Background: an optimization exercise with open tools, aiming at small area, a short achievable clock period and few clock cycles per item. Do not read the settings as production practice.

==> module plate_compose, before the edit <==
module plate_compose (
    input  wire        clk,
    input  wire        rst,           
    input  wire        in_valid,
    output wire        in_ready,
    input  wire        in_first,      
    input  wire        in_last,       
    input  wire [1:0]  in_mode,       
    input  wire [15:0] in_opac,       
    input  wire        in_has_alpha,  
    input  wire [15:0] in_alpha,      
    input  wire [15:0] in_s0,         
    input  wire [15:0] in_s1,         
    input  wire [15:0] in_s2,         
    output wire        out_valid,
    input  wire        out_ready,
    output wire [15:0] out_c0,
    output wire [15:0] out_c1,
    output wire [15:0] out_c2
);
    localparam [1:0] M_OVER = 2'd0, M_ADD = 2'd1, M_MAX = 2'd2, M_MUL = 2'd3;
    reg        rdy;                    
    reg        park;                   
    reg        o_v;                    
    reg [47:0] o;                      
    reg        r0_v, r0_first, r0_last, r0_ha;
    reg [1:0]  r0_mode;
    reg [15:0] r0_opac, r0_alpha;
    reg [47:0] r0_s;
    reg        s1_v, s1_first, s1_last;
    reg [1:0]  s1_mode;
    reg [15:0] s1_al;
    reg [47:0] s1_s;
    reg        s2_v, s2_last, s2_first;
    reg        s2_max, s2_mul;
    reg [15:0] s2_k;                   
    reg [47:0] s2_pre;
    reg [47:0] v;
    wire acc  = in_valid & rdy;
    wire hold = park;
    wire [15:0] al_m;
    plate_lmul u_al (.a(r0_alpha), .b(r0_opac), .r(al_m));
    wire [15:0] al_n = r0_first ? 16'hFFFF : (r0_ha ? al_m : r0_opac);
    wire        inv_s = (s1_mode == M_MUL) & ~s1_first;
    wire [47:0] s_x   = inv_s ? ~s1_s : s1_s;
    wire [47:0] pre_n;
    plate_lmul u_p0 (.a(s_x[15:0]),  .b(s1_al), .r(pre_n[15:0]));
    plate_lmul u_p1 (.a(s_x[31:16]), .b(s1_al), .r(pre_n[31:16]));
    plate_lmul u_p2 (.a(s_x[47:32]), .b(s1_al), .r(pre_n[47:32]));
    wire [47:0] res;
    genvar c;
    generate for (c = 0; c < 3; c = c + 1) begin : ch
        wire [15:0] u   = v[16*c +: 16];
        wire [15:0] pre = s2_pre[16*c +: 16];
        wire [15:0] k   = s2_mul ? ~pre : s2_k;
        wire [15:0] bn  = s2_mul ? 16'hFFFF : ~pre;
        wire [16:0] sum;
        plate_lmul_acc u_acc (.a(u), .b(k), .bn(bn), .r(sum));
        wire [15:0] bl  = sum[16] ? 16'hFFFF : sum[15:0];
        assign res[16*c +: 16] = s2_max ? ((u > pre) ? u : pre) : bl;
    end endgenerate
    wire fin    = s2_v & s2_last & ~hold;      
    wire o_free = ~o_v | out_ready;
    assign in_ready  = rdy;
    assign out_valid = o_v;
    assign out_c0 = o[15:0];
    assign out_c1 = o[31:16];
    assign out_c2 = o[47:32];
    always @(posedge clk) begin
        if (!hold) begin
            r0_first <= in_first;  r0_last <= in_last;  r0_mode <= in_mode;
            r0_ha <= in_has_alpha;  r0_opac <= in_opac;  r0_alpha <= in_alpha;
            r0_s <= {in_s2, in_s1, in_s0};
            s1_first <= r0_first;  s1_last <= r0_last;  s1_mode <= r0_mode;
            s1_al <= al_n;  s1_s <= r0_s;
            s2_first <= s1_first;  s2_last <= s1_last;
            s2_max  <= ~s1_first & (s1_mode == M_MAX);
            s2_mul  <= ~s1_first & (s1_mode == M_MUL);
            s2_k    <= s1_first ? 16'h0000 :
                       (s1_mode == M_OVER) ? ~s1_al : 16'hFFFF;
            s2_pre  <= pre_n;
            if (s2_v) v <= res;
        end
        if (hold ? out_ready : (fin & o_free))
            o <= hold ? v : res;
        if (rst) begin
            rdy <= 1'b1;  park <= 1'b0;  o_v <= 1'b0;
            r0_v <= 1'b0;  s1_v <= 1'b0;  s2_v <= 1'b0;
        end else begin
            if (!hold) begin
                r0_v <= acc;  s1_v <= r0_v;  s2_v <= s1_v;
            end
            if (hold) begin
                park <= ~out_ready;
                rdy  <= out_ready;
            end else begin
                park <= fin & ~o_free;
                rdy  <= ~(fin & ~o_free);
                if (fin) o_v <= 1'b1;
                else if (out_ready) o_v <= 1'b0;
            end
        end
    end
endmodule
make LEC_CHECK=0 CAP_MARGIN=20 CORE_MARGIN=2 CORE_UTILIZATION=40 PLACE_DENSITY=0.6 SLEW_MARGIN=20 SYNTH_HIERARCHICAL=1 SYNTH_MINIMUM_KEEP_SIZE=0 finish   # period 40.0 ns
run.sh (not shown) runs the stock make flow with config.mk's settings and CLKGATE_MAP_FILE= SYNTH_SCRIPT=/design/flow/synth_recipe.tcl, a recipe that flattens the netlist after the stock synthesis.
Then changed:
--- a/flow/design.v
+++ b/flow/design.v
@@ -32,28 +32,31 @@
     reg [15:0] s1_al;
     reg [47:0] s1_s;
     reg        s2_v, s2_last, s2_first;
-    reg        s2_max, s2_mul;
-    reg [15:0] s2_k;                   
-    reg [47:0] s2_pre;
+    reg        s2_max;
+    reg [47:0] s2_k;                   
+    reg [47:0] s2_bn;                  
     reg [47:0] v;
     wire acc  = in_valid & rdy;
     wire hold = park;
     wire [15:0] al_m;
     plate_lmul u_al (.a(r0_alpha), .b(r0_opac), .r(al_m));
     wire [15:0] al_n = r0_first ? 16'hFFFF : (r0_ha ? al_m : r0_opac);
-    wire        inv_s = (s1_mode == M_MUL) & ~s1_first;
-    wire [47:0] s_x   = inv_s ? ~s1_s : s1_s;
     wire [47:0] pre_n;
-    plate_lmul u_p0 (.a(s_x[15:0]),  .b(s1_al), .r(pre_n[15:0]));
-    plate_lmul u_p1 (.a(s_x[31:16]), .b(s1_al), .r(pre_n[31:16]));
-    plate_lmul u_p2 (.a(s_x[47:32]), .b(s1_al), .r(pre_n[47:32]));
+    plate_lmul u_p0 (.a(s1_s[15:0]),  .b(s1_al), .r(pre_n[15:0]));
+    plate_lmul u_p1 (.a(s1_s[31:16]), .b(s1_al), .r(pre_n[31:16]));
+    plate_lmul u_p2 (.a(s1_s[47:32]), .b(s1_al), .r(pre_n[47:32]));
+    wire        s1_mul = (s1_mode == M_MUL) & ~s1_first;
+    wire [15:0] k_com  = s1_first ? 16'h0000 :
+                         (s1_mode == M_OVER) ? ~s1_al : 16'hFFFF;
+    wire [47:0] k_n    = s1_mul ? ~pre_n : {3{k_com}};
+    wire [47:0] bn_n   = s1_mul ? 48'hFFFF_FFFF_FFFF : ~pre_n;
     wire [47:0] res;
     genvar c;
     generate for (c = 0; c < 3; c = c + 1) begin : ch
         wire [15:0] u   = v[16*c +: 16];
-        wire [15:0] pre = s2_pre[16*c +: 16];
-        wire [15:0] k   = s2_mul ? ~pre : s2_k;
-        wire [15:0] bn  = s2_mul ? 16'hFFFF : ~pre;
+        wire [15:0] k   = s2_k[16*c +: 16];
+        wire [15:0] bn  = s2_bn[16*c +: 16];
+        wire [15:0] pre = ~bn;
         wire [16:0] sum;
         plate_lmul_acc u_acc (.a(u), .b(k), .bn(bn), .r(sum));
         wire [15:0] bl  = sum[16] ? 16'hFFFF : sum[15:0];
@@ -72,13 +75,12 @@
             r0_ha <= in_has_alpha;  r0_opac <= in_opac;  r0_alpha <= in_alpha;
             r0_s <= {in_s2, in_s1, in_s0};
             s1_first <= r0_first;  s1_last <= r0_last;  s1_mode <= r0_mode;
-            s1_al <= al_n;  s1_s <= r0_s;
+            s1_al <= al_n;
+            s1_s  <= (r0_mode == M_MUL && !r0_first) ? ~r0_s : r0_s;
             s2_first <= s1_first;  s2_last <= s1_last;
             s2_max  <= ~s1_first & (s1_mode == M_MAX);
-            s2_mul  <= ~s1_first & (s1_mode == M_MUL);
-            s2_k    <= s1_first ? 16'h0000 :
-                       (s1_mode == M_OVER) ? ~s1_al : 16'hFFFF;
-            s2_pre  <= pre_n;
+            s2_k    <= k_n;
+            s2_bn   <= bn_n;
             if (s2_v) v <= res;
         end
         if (hold ? out_ready : (fin & o_free))
Result: Worst setup slack improves by 260 ps; die area goes up by 1.4%; wire length goes down by 1.3%; utilization goes down by 0.31 points; global-route usage goes down by 0.41 points; register-to-register slack improves by 1400 ps; non-clock buffer count goes down by 79; worst hold slack improves by 73 ps; clock-buffer cell count goes up by 9; cell count goes down by 0.74%.
Function was not checked in any run of this note: the RTL went through the layout flow alone.

-- what the ideal ports hide --
How much do the figures lean on ideal ports? The routed layouts below were timed once more, with nothing changed but the port constraints. Step 1: set_driving_cell puts a clkbuf_16 on clk and a buf_2 on each other input, an assumption about the parent block. Step 2, shift: input delay + t, output delay - t, t = (earliest + latest rising clock arrival at the registers) / 2. This alone moves slack from input paths to output paths. a / b / c = no drivers / after step 1 / after step 2; a / b = the first two.
| run | t (ns) | slack for setup (ns) | worst hold slack (ns) | clock arrival spread, ns |
|---|---|---|---|---|
| the first run | 0.692 | 30.030 / 30.030 / 30.030 | 0.401 / 0.401 / 0.401 | 0.040 / 0.040 |
| the second run | 0.756 | 30.291 / 30.216 / 30.270 | 0.474 / 0.474 / 0.474 | 0.059 / 0.059 |
After both steps setup and hold are still met in every run listed. The setup slack of the second run, which loses most, moves by -0.075 ns with the drivers and by -0.021 ns with both steps.
